From an optimization exercise on the open Yosys and OpenROAD flow, aimed at small area, a short achievable clock period and few clock cycles per item; shortcuts taken in it are not production practice. Where RTL was checked, it was by simulation tests only, not by an equivalence proof against the original. No activity file was given, so power comes from the tool's default toggle rates.

== job 101 ==
==> flow/design.v (excerpt) <==
module pack_enc (
    input  wire        clk,
    input  wire        rst,
    input  wire        in_valid,
    output wire        in_ready,
    input  wire [15:0] in_pix,      
    input  wire [15:0] in_up,       
    input  wire        in_first,    
    input  wire        in_last,     
    input  wire        in_noprev,   
    input  wire        in_eos,      
    output wire        out_valid,
    input  wire        out_ready,
    output wire [31:0] out_data,
    output wire        out_last
);
clock: 16.0 ns
lec_check: 0
cap_margin: 20
core_margin: 2
core_utilization: 40
slew_margin: 20
standard.sh (not shown) runs the stock make flow with config.mk's settings and CLKGATE_MAP_FILE= SYNTH_SCRIPT=/design/flow/synth_recipe.tcl, a recipe that flattens the netlist after the stock synthesis.
==> flow/flow/run.sh <==
#!/bin/bash
# The standard layout, with faster port buffers, larger clock sink clusters and no dummy clock loads.
set -euo pipefail
export BUFFER_PORTS_ARGS="-buffer_cell sky130_fd_sc_hd__buf_4"
export CTS_ARGS="-sink_clustering_enable -repair_clock_nets -dont_use_dummy_load -sink_clustering_size 24 -sink_clustering_max_diameter 100"
bash standard.sh > standard.log 2>&1
[inputs] job 102 vs job 101
diff --git a/flow/design.v b/flow/design.v
--- a/flow/design.v
+++ b/flow/design.v
@@ -13,40 +13,41 @@
     input  wire        out_ready,
     output wire [31:0] out_data,
     output wire        out_last
 );
     localparam N  = 67;            
     localparam DQ = 4;             
     integer i;
-    reg        rdy_r;
+    reg        rdy_r;               
+    reg        full_r;              
+    reg [15:0] p0_D;                
+    reg        p0_cga, p0_cla;      
     reg        p0v;
     reg [15:0] p0_A, p0_B, p0_Ap, p0_Bp;
     reg        p0_f, p0_n;          
     reg        p0_l, p0_e;          
     reg [5:0]  acnt;                
-    wire        take = in_valid & rdy_r;
+    wire        take = in_valid & ~full_r;
     wire        p0_be = p0_l | (acnt == 6'd63);      
     wire        p0_se = p0_l & p0_e;                 
     wire        gt_ab = p0_Ap > p0_B;
-    wire        hi    = (p0_Bp >= p0_Ap) & (p0_Bp >= p0_B);    
-    wire        lo    = (p0_Bp <= p0_Ap) & (p0_Bp <= p0_B);    
+    wire        hi    = p0_cga & (p0_Bp >= p0_B);    
+    wire        lo    = p0_cla & (p0_Bp <= p0_B);    
     wire        med_a = hi ? ~gt_ab : (lo &  gt_ab);
     wire        med_b = hi ?  gt_ab : (lo & ~gt_ab);
     wire        sel_0 = p0_n & p0_f;                     
     wire        sel_a = p0_n ? ~p0_f : (~p0_f & med_a);  
     wire        sel_b = ~p0_n & (p0_f | med_b);          
     wire [15:0] r_a = p0_A - p0_Ap;
     wire [15:0] r_b = p0_A - p0_B;
-    wire [15:0] na  = ~p0_Ap;
     wire [15:0] nb  = ~p0_B;
-    wire [15:0] cs1 = p0_A ^ na ^ nb;
-    wire [15:0] cc1 = {(p0_A[14:0] & na[14:0]) | (p0_A[14:0] & nb[14:0]) | (na[14:0] & nb[14:0]), 1'b0};
-    wire [15:0] cs2 = cs1 ^ cc1 ^ p0_Bp;
-    wire [15:0] cc2 = {(cs1[14:0] & cc1[14:0]) | (cs1[14:0] & p0_Bp[14:0]) | (cc1[14:0] & p0_Bp[14:0]), 1'b0};
-    wire [15:0] r_g = cs2 + cc2 + 16'd2;
+    wire [15:0] nd  = ~p0_D;
+    wire [15:0] cs1 = p0_A ^ nb ^ nd;
+    wire [15:0] cc1 = {(p0_A[14:0] & nb[14:0]) | (p0_A[14:0] & nd[14:0]) | (nb[14:0] & nd[14:0]), 1'b0};
+    wire [15:0] r_g = cs1 + cc1 + 16'd2;
     wire [15:0] r   = sel_0 ? p0_A : (sel_a ? r_a : (sel_b ? r_b : r_g));
     reg        p1v;
     reg [15:0] p1_r;
     reg        p1_be, p1_se;
     wire [15:0] e   = p1_r[15] ? ~{p1_r[14:0], 1'b0} : {p1_r[14:0], 1'b0};
     reg        qv;
     reg [15:0] q_e;
@@ -106,14 +107,17 @@
             p1_se <= p0_se;
         end
         if (take) begin
             p0_A  <= in_pix;
             p0_B  <= in_up;
             p0_Ap <= p0_A;
             p0_Bp <= p0_B;
+            p0_D  <= p0_A - p0_B;
+            p0_cga <= p0_B >= p0_A;
+            p0_cla <= p0_B <= p0_A;
             p0_f  <= in_first;
             p0_n  <= in_noprev;
             p0_l  <= in_last;
             p0_e  <= in_eos;
         end
         np <= wr ? 7'd0 : ((np == N - 1) ? 7'd0 : np + 7'd1);
         a_r <= wr | (np == N - 1);
@@ -123,14 +127,15 @@
             hp <= (hp == N - 1) ? 7'd0 : hp + 7'd1;
         if (push) begin
             d_len[dwp] <= wcnt;
             d_se[dwp]  <= w_se;
         end
         if (rst) begin
             rdy_r <= 1'b1;
+            full_r <= 1'b0;
             p0v   <= 1'b0;
             p1v   <= 1'b0;
             z_r   <= 1'b1;
             f_r   <= 1'b0;
             rdp_r <= 1'b0;
             room_r <= 1'b1;
             qv    <= 1'b0;
@@ -141,14 +146,15 @@
             wcnt  <= 6'd0;
             rcnt  <= 6'd0;
             dcnt  <= 3'd0;
             dwp   <= 2'd0;
             drp   <= 2'd0;
         end else begin
             rdy_r <= ~(p0v_n & p1v_n & qv_n);
+            full_r <= p0v_n & p1v_n & qv_n;
             p0v   <= p0v_n;
             p1v   <= p1v_n;
             z_r   <= (nlive_n == 7'd0);
             f_r   <= (nlive_n == N);
             rdp_r <= (nlive_n != 7'd0) & hp_last & (dcnt_n != 3'd0);
             room_r <= (dcnt_n != DQ);
             qv    <= qv_n;
Notes after the runs:
Compared with job 101, in job 102 post-CTS setup buffer count closely matched the old numbers; first-pass GRT wire length decreased by about 4.7% relative to the old numbers; post-layout utilization of the core decreased by 0.16 points relative to the old numbers; global-route usage decreased by 0.96 points relative to the old numbers; count of plain and timing-repair buffers decreased by 7.0% relative to the old numbers.
From job 101 to job 102 the numbers moved as follows: power consumption decreased by 1.7% relative to the old numbers, flip-flop and latch area climbed 560 um2, x dimension of the die decreased about 0.35%.
Testbench counts of job 102, summed over its fixed seeds: cycles 77,551, items 76,898.
Only the layout flow was run in job 101; the RTL was not checked for function there.

## job 3516
Another version of the RTL of pack_enc (not shown whole).
Size in the first run: about 6,200 cells after synthesis, roughly 1,800 flip-flops, about 0.069 mm^2 of cells after synthesis.
==> flow/config.mk <==
export PLATFORM = sky130hd
export DESIGN_NAME = pack_enc
export DESIGN_NICKNAME = pack_enc
export VERILOG_FILES = /design/flow/design.v
export SDC_FILE = /design/flow/constraint.sdc
export NUM_CORES = 4
export LEC_CHECK = 0
export CAP_MARGIN = 20
export CORE_MARGIN = 2
export CORE_UTILIZATION = 40
export SLEW_MARGIN = 20
==> flow/constraint.sdc <==
create_clock -name core_clock -period 16.0 [get_ports {clk}]
set_input_delay 3.2000 -clock core_clock [delete_from_list [all_inputs] [get_ports {clk}]]
set_output_delay 3.2000 -clock core_clock [all_outputs]
set_load 0.01 [all_outputs]
==> flow/flow/run.sh <==
#!/bin/bash
# The standard layout, with faster port buffers, larger clock sink clusters and no dummy clock loads.
set -euo pipefail
export BUFFER_PORTS_ARGS="-buffer_cell sky130_fd_sc_hd__buf_4"
export CTS_ARGS="-sink_clustering_enable -repair_clock_nets -dont_use_dummy_load -sink_clustering_size 28 -sink_clustering_max_diameter 80"
bash standard.sh > standard.log 2>&1
Input-level comparison between job 4071 and job 3516:
diff --git a/flow/design.v b/flow/design.v
--- a/flow/design.v
+++ b/flow/design.v
@@ -21,24 +21,25 @@
     always @(posedge clk)
         rst_r <= rst;
     reg        rdy_r;               
     reg        full_r;              
     reg [15:0] p0_D;                
     reg        p0_cga, p0_cla;      
     reg        p0v;
     reg [15:0] p0_A, p0_B, p0_Ap, p0_Bp;
     reg        p0_f, p0_n;          
     reg        p0_l, p0_e;          
     reg [5:0]  acnt;                
     wire        take = in_valid & ~full_r;
+    wire [16:0] dAB  = {1'b0, p0_A} - {1'b0, p0_B};   
     wire        p0_be = p0_l | (acnt == 6'd63);      
     wire        p0_se = p0_l & p0_e;                 
     wire        gt_ab = p0_Ap > p0_B;
     wire        hi    = p0_cga & (p0_Bp >= p0_B);    
     wire        lo    = p0_cla & (p0_Bp <= p0_B);    
     wire        med_a = hi ? ~gt_ab : (lo &  gt_ab);
     wire        med_b = hi ?  gt_ab : (lo & ~gt_ab);
     wire        sel_0 = p0_n & p0_f;                     
     wire        sel_a = p0_n ? ~p0_f : (~p0_f & med_a);  
     wire        sel_b = ~p0_n & (p0_f | med_b);          
     wire [15:0] r_a = p0_A - p0_Ap;
     wire [15:0] r_b = p0_A - p0_B;
@@ -116,27 +117,27 @@
             q_se <= p1_se;
         end
         if (p0_mv) begin
             p1_r  <= r;
             p1_be <= p0_be;
             p1_se <= p0_se;
         end
         if (take) begin
             p0_A  <= in_pix;
             p0_B  <= in_up;
             p0_Ap <= p0_A;
             p0_Bp <= p0_B;
-            p0_D  <= p0_A - p0_B;
-            p0_cga <= p0_B >= p0_A;
-            p0_cla <= p0_B <= p0_A;
+            p0_D  <= dAB[15:0];
+            p0_cga <= dAB[16] | (dAB[15:0] == 16'd0);
+            p0_cla <= ~dAB[16];
             p0_f  <= in_first;
             p0_n  <= in_noprev;
             p0_l  <= in_last;
             p0_e  <= in_eos;
         end
         np <= wr ? 7'd0 : ((np == N - 1) ? 7'd0 : np + 7'd1);
         a_r <= wr | (np == N - 1);
         if (nlive_rd == 7'd0)
             hp <= 7'd0;
         else if (!rd)
             hp <= (hp == N - 1) ? 7'd0 : hp + 7'd1;
         if (push) begin
Findings:
Timing, DRC, antenna: 0 failures across job 4071 and job 3516
Job 3516 → job 4071: arrival time of the worst setup path decreased 0.07 ns; growth of design area from synthesis to finish essentially unchanged; final critical-path setup slack increased 0.065 ns; die height decreased 0.46%.
Taking job 3516 as the reference, in job 4071 worst hold slack now larger, post-route cell area fell by about 0.9%.
Routed wire in job 4071 totals more than in job 3516.
Count of plain and timing-repair buffers, job 4071 and job 3516: larger value in job 4071
Testbench counts of job 4071, summed over its fixed seeds: cycles 77,553, items 76,898.
For job 3516, only the layout was checked, not whether the RTL still works.

pack_enc, a different RTL version from the one above (not shown whole).
Size in the first run: ~1800 flip-flops, roughly 75 I/O pins, about 69000 um2 of cells after synthesis.
Settings: LEC_CHECK=0, CAP_MARGIN=20, CORE_MARGIN=2, CORE_UTILIZATION=40, SLEW_MARGIN=20; clock period 16.0 ns.
Scripts as last shown in full above: flow/flow/run.sh
The starting point finished clean.
Edit:
--- a/flow/design.v
+++ b/flow/design.v
@@ -8,21 +8,21 @@
     input  wire        in_first,    
     input  wire        in_last,     
     input  wire        in_noprev,   
     input  wire        in_eos,      
     output wire        out_valid,
     input  wire        out_ready,
     output wire [31:0] out_data,
     output wire        out_last
 );
     localparam N  = 67;            
-    localparam DQ = 4;             
+    localparam DQ = 3;             
     integer i;
     reg rst_r;
     always @(posedge clk)
         rst_r <= rst;
     reg        rdy_r;               
     reg        full_r;              
     reg [15:0] p0_D;                
     reg        p0_cga, p0_cla;      
     reg        p0v;
     reg [15:0] p0_A, p0_B, p0_Ap, p0_Bp;
@@ -89,23 +89,21 @@
     wire push    = wr & w_be;
     wire pop     = rd & rlast;
     wire p1_mv = p1v & (~qv | wr);
     wire q_ld  = p1v & (qv ? wr : ~wr);
     wire qv_n  = qv ? (~wr | p1v) : (p1v & ~wr);
     wire p0_mv = p0v & (~p1v | p1_mv);
     wire p1v_n = p0_mv | (p1v & ~p1_mv);
     wire p0v_n = take | (p0v & ~p0_mv);
     wire [6:0] nlive_rd = nlive - {6'd0, rd};
     wire [6:0] nlive_n  = nlive_rd + {6'd0, wr};
-    wire [2:0] dcnt_p   = dcnt + 3'd1;
-    wire [2:0] dcnt_m   = dcnt - 3'd1;
-    wire [2:0] dcnt_n   = (push == pop) ? dcnt : (push ? dcnt_p : dcnt_m);
+    wire [2:0] dcnt_n   = dcnt + {2'd0, push} - {2'd0, pop};
     wire       nl0  = (nlive == 7'd0);
     wire       nl1  = (nlive == 7'd1);
     wire       nlN1 = (nlive == N - 1);
     wire       z_n  = ~wr & (rd ? nl1 : nl0);
     wire       f_n  = wr ? (rd ? f_r : nlN1) : (~rd & f_r);
     wire       hp_last = (rd ? ~nl1 : ~nl0) & (rd | (hp == N - 2));
     wire       d0   = (dcnt == 3'd0);
     wire       d1   = (dcnt == 3'd1);
     wire       dN   = (dcnt == DQ);
     wire       dN1  = (dcnt == DQ - 1);
@@ -177,23 +175,23 @@
             qv    <= qv_n;
             if (p0_mv)
                 acnt <= p0_be ? 6'd0 : acnt + 6'd1;
             nlive <= nlive_n;
             if (wr)
                 wcnt <= w_be ? 6'd0 : wcnt + 6'd1;
             if (rd)
                 rcnt <= rlast ? 6'd0 : rcnt + 6'd1;
             dcnt <= dcnt_n;
             if (push)
-                dwp <= dwp + 2'd1;
+                dwp <= (dwp == 2'd2) ? 2'd0 : dwp + 2'd1;
             if (pop)
-                drp <= drp + 2'd1;
+                drp <= (drp == 2'd2) ? 2'd0 : drp + 2'd1;
         end
         if (rst) begin
             rdy_r  <= 1'b0;
             full_r <= 1'b1;
         end
     end
     function [5:0] clen;
         input [15:0] v;
         input [3:0]  k;
         reg   [15:0] q;
@@ -264,21 +262,21 @@
             am0  <= 1'b0;
             am1  <= 1'b0;
             kwp  <= 2'd0;
         end else begin
             s_v <= wr;
             if (s_v)
                 sclr <= s_be;
             am0 <= s_v & s_be;
             am1 <= am0;
             if (am1)
-                kwp <= kwp + 2'd1;
+                kwp <= (kwp == 2'd2) ? 2'd0 : kwp + 2'd1;
         end
     end
     reg        e1v, e1_esc, e1_f, e1_l;
     reg [4:0]  e1_q;
     reg [15:0] e1_m;
     reg [3:0]  e1_k;
     wire [15:0] hq   = head >> h_k;
     wire        hesc = (|hq[15:5]) | (hq[4] & hq[3]);
     reg        e2v, e2_l;
     reg [43:0] e2_item;
@@ -290,21 +288,20 @@
     wire [43:0] item  = e1_f ? {code, e1_k} : {4'd0, code};
     wire [5:0]  ilen  = clen1 + (e1_f ? 6'd4 : 6'd0);
     reg [75:0] acc;
     reg [6:0]  nacc;
     reg [2:0]  lf;                  
     reg [31:0] w0, w1;
     reg        w0v, w1v, w0l, w1l;
     reg         xfer;               
     reg  [6:0]  p;                  
     reg         app;                
-    reg         napp;               
     wire [75:0] accx = xfer ? {32'd0, acc[75:32]} : acc;
     wire [2:0]  lfx  = xfer ? {1'b0, lf[2:1]} : lf;
     wire [7:0]  pend = {1'b0, p} + {2'b00, e2_len};
     wire [75:0] ins  = {32'd0, e2_item} << p[5:0];
     wire [6:0]  pend1 = pend[6:0] - 7'd1;
     wire [6:0]  rup  = {pend1[6:5] + 2'd1, 5'd0};
     assign e1_rdy = ~e1v | ~e2v | app;
     wire   e2_rdy = ~e2v | app;
     wire   e1_mv  = e1v & e2_rdy;
     wire pop_w = w0v & out_ready;
@@ -349,33 +346,31 @@
         end
         if (rst_r) begin
             e1v  <= 1'b0;
             e2v  <= 1'b0;
             acc  <= 76'd0;
             nacc <= 7'd0;
             lf   <= 3'd0;
             xfer <= 1'b0;
             p    <= 7'd0;
             app  <= 1'b0;
-            napp <= 1'b1;
             w0v  <= 1'b0;
             w1v  <= 1'b0;
         end else begin
             e1v <= rd | (e1v & ~e2_rdy);
             e2v <= e1_mv | (e2v & ~app);
-            acc <= accx | (napp ? 76'd0 : ins);
+            acc <= accx | (app ? ins : 76'd0);
             nacc <= nacc_n;
             lf   <= (app & e2_l) ? (lfx | (3'd1 << pend1[6:5])) : lfx;
             xfer <= xfer_n;
             p    <= xfer_n ? nacc_m : nacc_n;
             app  <= app_n;
-            napp <= ~app_n;
             if (w0_free) begin
                 w0v <= w1v | xfer;
                 w1v <= 1'b0;
             end else if (xfer) begin
                 w1v <= 1'b1;
             end
         end
         if (rst)
             w0v <= 1'b0;
     end
- cell count increases by 1.2%
- global-route usage went up by 0.32 points
- count of clock-buffer cells in the layout goes up by 1
- routed wire length is higher by 2.4%
- die area stays flat
- area after synthesis is about the same
- sequential share of layout area came out lower by 0.38 points
- design area is about the same
- total power drops by 0.63%
- critical path depth does not change
- flip-flop and latch count came out lower by 12
- setup slack is worse by 39 ps
- synthesized cell count went up by 1.6%
- fmax fell by 0.81%
Function was not checked in any run of this note: the RTL went through the layout flow alone.

==> re-timing with driven ports <==
The flow's constraints put no driver on any port. The routed layouts listed below were extracted and timed again, unchanged, in two steps.
Step 1: set_driving_cell puts a clkbuf_16 on clk and a buf_2 on each other input, an assumption about the parent block.
Step 2 adds t to the input delays and takes it off the output delays; t is the mean of the earliest and latest rising clock arrival at the registers after step 1. Input paths then give back, and output paths get back, about the clock's delay inside the block.
Three values: no drivers, after step 1, after step 2; two values: the first two.
run	t (ns)	slack for setup (ns)	worst setup path at the end
job 101	0.781	11.333 / 11.333 / 10.892	input to register
job 102	0.754	11.383 / 11.425 / 10.671	input to register
job 3516	0.754	11.453 / 11.378 / 10.971	input to register
job 4071	0.770	11.517 / 11.438 / 10.937	input to register
the first run of note 3	0.774	11.161 / 11.216 / 10.441	input to register
the second run of note 3	0.767	11.122 / 11.179 / 10.412	input to register
After both steps setup and hold are still met in every run listed. For the first run of note 3, which loses most, drivers alone change the setup slack by +0.055 ns; drivers and shift together by -0.720 ns.
